This is an optimization exercise on Yosys and OpenROAD, whose aim is small area, a short achievable clock period and few clock cycles per item, not a production implementation.
At most, simulation tests tie the RTL to the original design; equivalence was not proved.

==> garnet: inputs <==
Design shot_unit, start of the top module:
module shot_unit (
  input  wire        clk,
  input  wire        rst,
  input  wire        in_valid,
  output wire        in_ready,
  input  wire [7:0]  p00,
  input  wire [7:0]  p10,
  input  wire [7:0]  p01,
  input  wire [7:0]  p11,
  input  wire [5:0]  fx,
  input  wire [5:0]  fy,
  input  wire [15:0] f_pix,
  input  wire [7:0]  nominal,
  input  wire [16:0] s_x,
  input  wire [5:0]  l_x,
  input  wire [4:0]  rank,
  input  wire [3:0]  rho_in,
  input  wire [15:0] gain,
  input  wire [3:0]  state,
  input  wire        blank,
  output wire        out_valid,
  output wire [7:0]  code,
  output wire [3:0]  rho_out,
  output wire        rho_we,
  output wire [31:0] loss,
  output wire        sat,
  output wire        missed,
  output wire        stuck_over
);
==> flow/config.mk <==
export PLATFORM = sky130hd
export DESIGN_NAME = shot_unit
export DESIGN_NICKNAME = shot_unit
export VERILOG_FILES = /design/flow/design.v
export SDC_FILE = /design/flow/constraint.sdc
export NUM_CORES = 4
export LEC_CHECK = 0
export ABC_AREA = 0
export CAP_MARGIN = 20
export CORE_MARGIN = 2
export CORE_UTILIZATION = 40
export CTS_BUF_LIST = sky130_fd_sc_hd__clkbuf_8
export CTS_CLUSTER_DIAMETER = 60
export CTS_CLUSTER_SIZE = 20
export SLEW_MARGIN = 20
==> flow/constraint.sdc <==
create_clock -name core_clock -period 300.0 [get_ports {clk}]
set_input_delay 60.0000 -clock core_clock [delete_from_list [all_inputs] [get_ports {clk}]]
set_output_delay 60.0000 -clock core_clock [all_outputs]
set_load 0.01 [all_outputs]
standard.sh (not shown) runs the stock make flow with config.mk's settings and CLKGATE_MAP_FILE= SYNTH_SCRIPT=/design/flow/synth_recipe.tcl, a recipe that flattens the netlist after the stock synthesis.
==> flow/flow/run.sh <==
#!/bin/bash
# Layout flow: the standard synthesis, then popt3.py (picks the polarity of
# each full adder, xor, mux and half adder, and swaps cells for complements, so that fewer
# inverters are needed; every register is kept as synthesized), then the standard flow's
# standard layout with sky130_fd_sc_hd__buf_1 as the port buffer.
# Each tool's output goes to a log file of its own in the work folder.
set -euo pipefail
cd "$(dirname "$0")/.."
W=$(pwd)
R=$W/orfs/results/${FLOW_PLATFORM:-sky130hd}/shot_unit/base
bash standard.sh synth > synth.log 2>&1
cp "$R/1_2_yosys.v" "$R/1_2_yosys_std.v"
python3 flow/popt3.py "$R/1_2_yosys_std.v" "$R/1_2_yosys.v" > popt.log 2>&1
BUFFER_PORTS_ARGS="-buffer_cell sky130_fd_sc_hd__buf_1" bash standard.sh finish > layout.log 2>&1
Other scripts of this flow, unchanged in this note and not shown: flow/flow/popt3.py
==> inputs of cedar, as changes to garnet <==
- ABC_AREA: 0 -> 1
==> out/metrics.csv <==
stage;metric;value;unit
outcome;status;no timing/DRC/antenna violations;
layout;non-clock buffer share of cell area;0.0292;
timing;highest clock rate;0.0163;GHz
layout;non-clock inverter instance count of the final layout;293;
setup_path;flop2flop setup slack;244.84;ns
die;row count;111;
timing;Worst Clk Skew;0.0509;ns
layout;sequential portion of the cell area;0.129;
placed_design;hpwl dp;76.2;mm
placed_design;placed cell area;0.0385;sq mm
global_route;met3 capacity usage during global routing;0.0272;
detailed_routing;total wirelength of the detailed-routed design;95.1;mm
layout;n_diodes;2;
# the run above: cedar

==> out/metrics.csv <==
stage;metric;value;unit
timing;Setup-failing EPs final;0;
clock_network;buffers from clock root to sink, at most;3;
layout;n_diodes;0;
layout;non-clock inverter instance count of the final layout;315;
layout;sequential portion of the cell area;0.127;
placed_design;placed cell area;0.0395;sq mm
layout;max FFs per register;38;
outcome;status;no timing/DRC/antenna violations;
layout;non-clock buffer share of cell area;0.0285;
setup_path;flop2flop setup slack;246.21;ns
die;row count;112;
timing;Worst Clk Skew;0.0713;ns
placed_design;hpwl dp;79.3;mm
# the run above: garnet

No functional check of the RTL was part of any run of this note.

* * *

==> v17: inputs <==
Another version of the RTL of shot_unit (not shown whole).
clock: 300.0 ns
lec_check: 0
abc_area: 1
cap_margin: 20
core_margin: 2
core_utilization: 40
slew_margin: 20
==> flow/flow/run.sh <==
#!/bin/bash
# Layout flow: the standard synthesis, then popt.py (picks the polarity of
# each full-adder cell and swaps cells for their complements so that fewer
# inverters are needed; every register is kept as synthesized), then the standard flow's
# standard layout with sky130_fd_sc_hd__buf_1 as the port buffer.
# Each tool's output goes to a log file of its own in the work folder.
set -euo pipefail
cd "$(dirname "$0")/.."
W=$(pwd)
R=$W/orfs/results/${FLOW_PLATFORM:-sky130hd}/shot_unit/base
bash standard.sh synth > synth.log 2>&1
cp "$R/1_2_yosys.v" "$R/1_2_yosys_std.v"
python3 flow/popt.py "$R/1_2_yosys_std.v" "$R/1_2_yosys.v" > popt.log 2>&1
BUFFER_PORTS_ARGS="-buffer_cell sky130_fd_sc_hd__buf_1" bash standard.sh finish > layout.log 2>&1
Other scripts of this flow, unchanged in this note and not shown: flow/flow/popt.py
==> inputs of v36, as changes to v17 <==
--- a/flow/config.mk
+++ b/flow/config.mk
@@ -9,4 +9,5 @@
 export CAP_MARGIN = 20
 export CORE_MARGIN = 2
-export CORE_UTILIZATION = 40
+export CORE_UTILIZATION = 60
+export CTS_BUF_LIST = sky130_fd_sc_hd__clkbuf_8
 export SLEW_MARGIN = 20
==> run_results.csv <==
group,metric,value,unit
grt,grt_pass1_vias,28700,
min_path,min_to,"c2_G[10]",
timing,clock.fmax,0.0163,GHz
detailed_routing,vias_per_cell,5.07,
clock_network,numCtsBuffers,30,
timing,slew-limit-headroom,28.3,%
layout,drive_gt1_share,5.25,%
run_status,status,"finished clean",
That was v17.
==> run_results.csv <==
group,metric,value,unit
run_status,status,"finished clean",
clock_network,numCtsBuffers,46,
min_path,min_to,"c2_f[2]",
layout,drive_gt1_share,5.69,%
timing,clock.fmax,0.0163,GHz
detailed_routing,vias_per_cell,5.64,
grt,grt_pass1_vias,30000,
That was v36.
Testbench counts of v17, summed over its fixed seeds: cycles 24,032, items 24,000.
Testbench counts of v36, summed over its fixed seeds: cycles 24,032, items 24,000.

* * *

==> run A <==
shot_unit, a different RTL version from the one above (not shown whole).
clock: 300.0 ns
lec_check: 0
cap_margin: 20
core_margin: 2
core_utilization: 40
slew_margin: 20
run.sh (not shown) runs the stock make flow with config.mk's settings and CLKGATE_MAP_FILE= SYNTH_SCRIPT=/design/flow/synth_recipe.tcl, a recipe that flattens the netlist after the stock synthesis.
Stock flow here: none of the scripts above is used.
==> inputs of run M, as changes to run A <==
Settings changed: ABC_AREA set to 1.
==> impl_metrics.ini <==
[grt]
grt_antenna_before_repair = 0

[logic_synthesis]
synthCells = 4487

[timing]
fmax_ghz = 0.0162
slew_headroom_pct = 32.4

[layout]
layout_common_cells = inv_1, fa_1, nand2_1, dfxtp_1, o21ai_0

[routing]
wl_met3_um = 5510
wire_per_inst_um = 16.8

[min_path]
hold_end = c2_G[13]

[clock_network]
clk_latency_ns = 0.62

[status]
status = complete, no violations
-- figures above: run M

==> impl_metrics.ini <==
[timing]
setup_viol = 0
slew_headroom_pct = 23.8
fmax_ghz = 0.0162

[routing]
wire_per_inst_um = 17.6
firstDrtPassIters = 5
wl_met3_um = 5070

[worst_setup_path]
setup.worst_path.end = loss[29]

[grt]
grt_antenna_before_repair = 2

[clock_network]
clk_latency_ns = 0.59
hold_buffers = 0

[layout]
layout_common_cells = fa_1, inv_1, dfxtp_1, ha_1, xnor2_1

[logic_synthesis]
synthCells = 3886

[status]
status = complete, no violations

[min_path]
hold_end = c2_f[0]
-- figures above: run A

Testbench counts of run A, summed over its fixed seeds: cycles 24,032, items 24,000.
Testbench counts of run M, summed over its fixed seeds: cycles 24,032, items 24,000.

* * *

==> job 965: inputs <==
shot_unit, a different RTL version from the one above (not shown whole).
Settings: LEC_CHECK=0, ABC_AREA=1, CAP_MARGIN=20, CORE_MARGIN=2, CORE_UTILIZATION=40, CTS_BUF_LIST=sky130_fd_sc_hd__clkbuf_8, CTS_CLUSTER_DIAMETER=60, CTS_CLUSTER_SIZE=20, SLEW_MARGIN=20; clock period 300.0 ns.
standard.sh (not shown) runs the stock make flow with config.mk's settings and CLKGATE_MAP_FILE= SYNTH_SCRIPT=/design/flow/synth_recipe.tcl, a recipe that flattens the netlist after the stock synthesis.
==> flow/flow/run.sh <==
#!/bin/bash
# Layout flow: the standard synthesis, then popt3.py (picks the polarity of
# each full adder, xor, mux and half adder, and swaps cells for complements, so that fewer
# inverters are needed; every register is kept as synthesized), then the standard flow's
# standard layout with sky130_fd_sc_hd__buf_1 as the port buffer and a clock
# tree without dummy loads.
# Each tool's output goes to a log file of its own in the work folder.
set -euo pipefail
cd "$(dirname "$0")/.."
W=$(pwd)
R=$W/orfs/results/${FLOW_PLATFORM:-sky130hd}/shot_unit/base
bash standard.sh synth > synth.log 2>&1
cp "$R/1_2_yosys.v" "$R/1_2_yosys_std.v"
python3 flow/popt3.py "$R/1_2_yosys_std.v" "$R/1_2_yosys.v" > popt.log 2>&1
# clock tree: clkbuf_16 clusters of up to 30 sinks within 80 um, no dummy loads
export CTS_ARGS="-sink_clustering_enable -repair_clock_nets -sink_clustering_size 30 -sink_clustering_max_diameter 80 -buf_list sky130_fd_sc_hd__clkbuf_16 -dont_use_dummy_load"
BUFFER_PORTS_ARGS="-buffer_cell sky130_fd_sc_hd__buf_1" bash standard.sh finish > layout.log 2>&1
Other scripts of this flow, unchanged in this note and not shown: flow/flow/popt3.py
==> job 8878: changes against job 965 <==
--- a/flow/flow/run.sh
+++ b/flow/flow/run.sh
@@ -14,4 +14,4 @@
 python3 flow/popt3.py "$R/1_2_yosys_std.v" "$R/1_2_yosys.v" > popt.log 2>&1
-# clock tree: clkbuf_16 clusters of up to 30 sinks within 80 um, no dummy loads
-export CTS_ARGS="-sink_clustering_enable -repair_clock_nets -sink_clustering_size 30 -sink_clustering_max_diameter 80 -buf_list sky130_fd_sc_hd__clkbuf_16 -dont_use_dummy_load"
+# clock tree: clkbuf_8 clusters of up to 20 sinks within 60 um, no dummy loads
+export CTS_ARGS="-sink_clustering_enable -repair_clock_nets -sink_clustering_size 20 -sink_clustering_max_diameter 60 -buf_list sky130_fd_sc_hd__clkbuf_8 -dont_use_dummy_load"
 BUFFER_PORTS_ARGS="-buffer_cell sky130_fd_sc_hd__buf_1" bash standard.sh finish > layout.log 2>&1
==> metrics.csv <==
metric,value,unit
status,no timing/DRC/antenna violations,
vias in the first global route,27700,
WL per Instance,18.8,um
first-pass GRT wire length,154000,um
WL met1,42100,um
max incr delay on CP,0.50,ns
Worst Max-Slew Pin Slew,1.08,ns
[end of results for job 965]
==> metrics.csv <==
metric,value,unit
WL met1,42100,um
max incr delay on CP,0.51,ns
vias in the first global route,27700,
status,no timing/DRC/antenna violations,
Worst Max-Slew Pin Slew,1.09,ns
crit end category,primary output,
first-pass GRT wire length,154000,um
[end of results for job 8878]
No run of this note included a check of the RTL's function; only the layout flow was run.

==> what the ideal ports hide <==
How much do the figures lean on ideal ports? The routed layouts below were timed once more, with nothing changed but the port constraints. Step 1 assumes that a clkbuf_16 drives the clock port and a buf_2 every other input. Step 2, shift: input delay + t, output delay - t, t = (earliest + latest rising clock arrival at the registers) / 2. This alone moves slack from input paths to output paths. Three values: ideal, step 1, step 2; two values: the first two.
run | t, ns | setup WS [ns] | worst setup path at the end | latest minus earliest clock arrival (ns) | worst slew at a driven data input, ns
garnet | 0.728 | 238.671 / 238.614 / 238.441 | input to register | 0.073 / 0.072 | 0.08
cedar | 0.779 | 238.574 / 238.514 / 238.323 | input to register | 0.057 / 0.056 | 0.04
v17 | 0.684 | 238.762 / 238.690 / 239.374 | register to output | 0.027 / 0.026 | 0.03
v36 | 0.686 | 238.726 / 238.667 / 239.353 | register to output | 0.046 / 0.045 | 0.04
run A | 0.641 | 238.378 / 238.313 / 238.954 | register to output | 0.038 / 0.038 | 0.04
run M | 0.668 | 238.373 / 238.304 / 238.973 | register to output | 0.045 / 0.045 | 0.05
job 965 | 0.627 | 238.731 / 238.664 / 238.651 | input to register | 0.088 / 0.087 | 0.04
job 8878 | 0.727 | 238.593 / 238.530 / 238.697 | input to register | 0.127 / 0.127 | 0.04
After both steps every run listed still meets setup and hold. For cedar, which loses most, drivers alone change the setup slack by -0.060 ns; drivers and shift together by -0.251 ns.
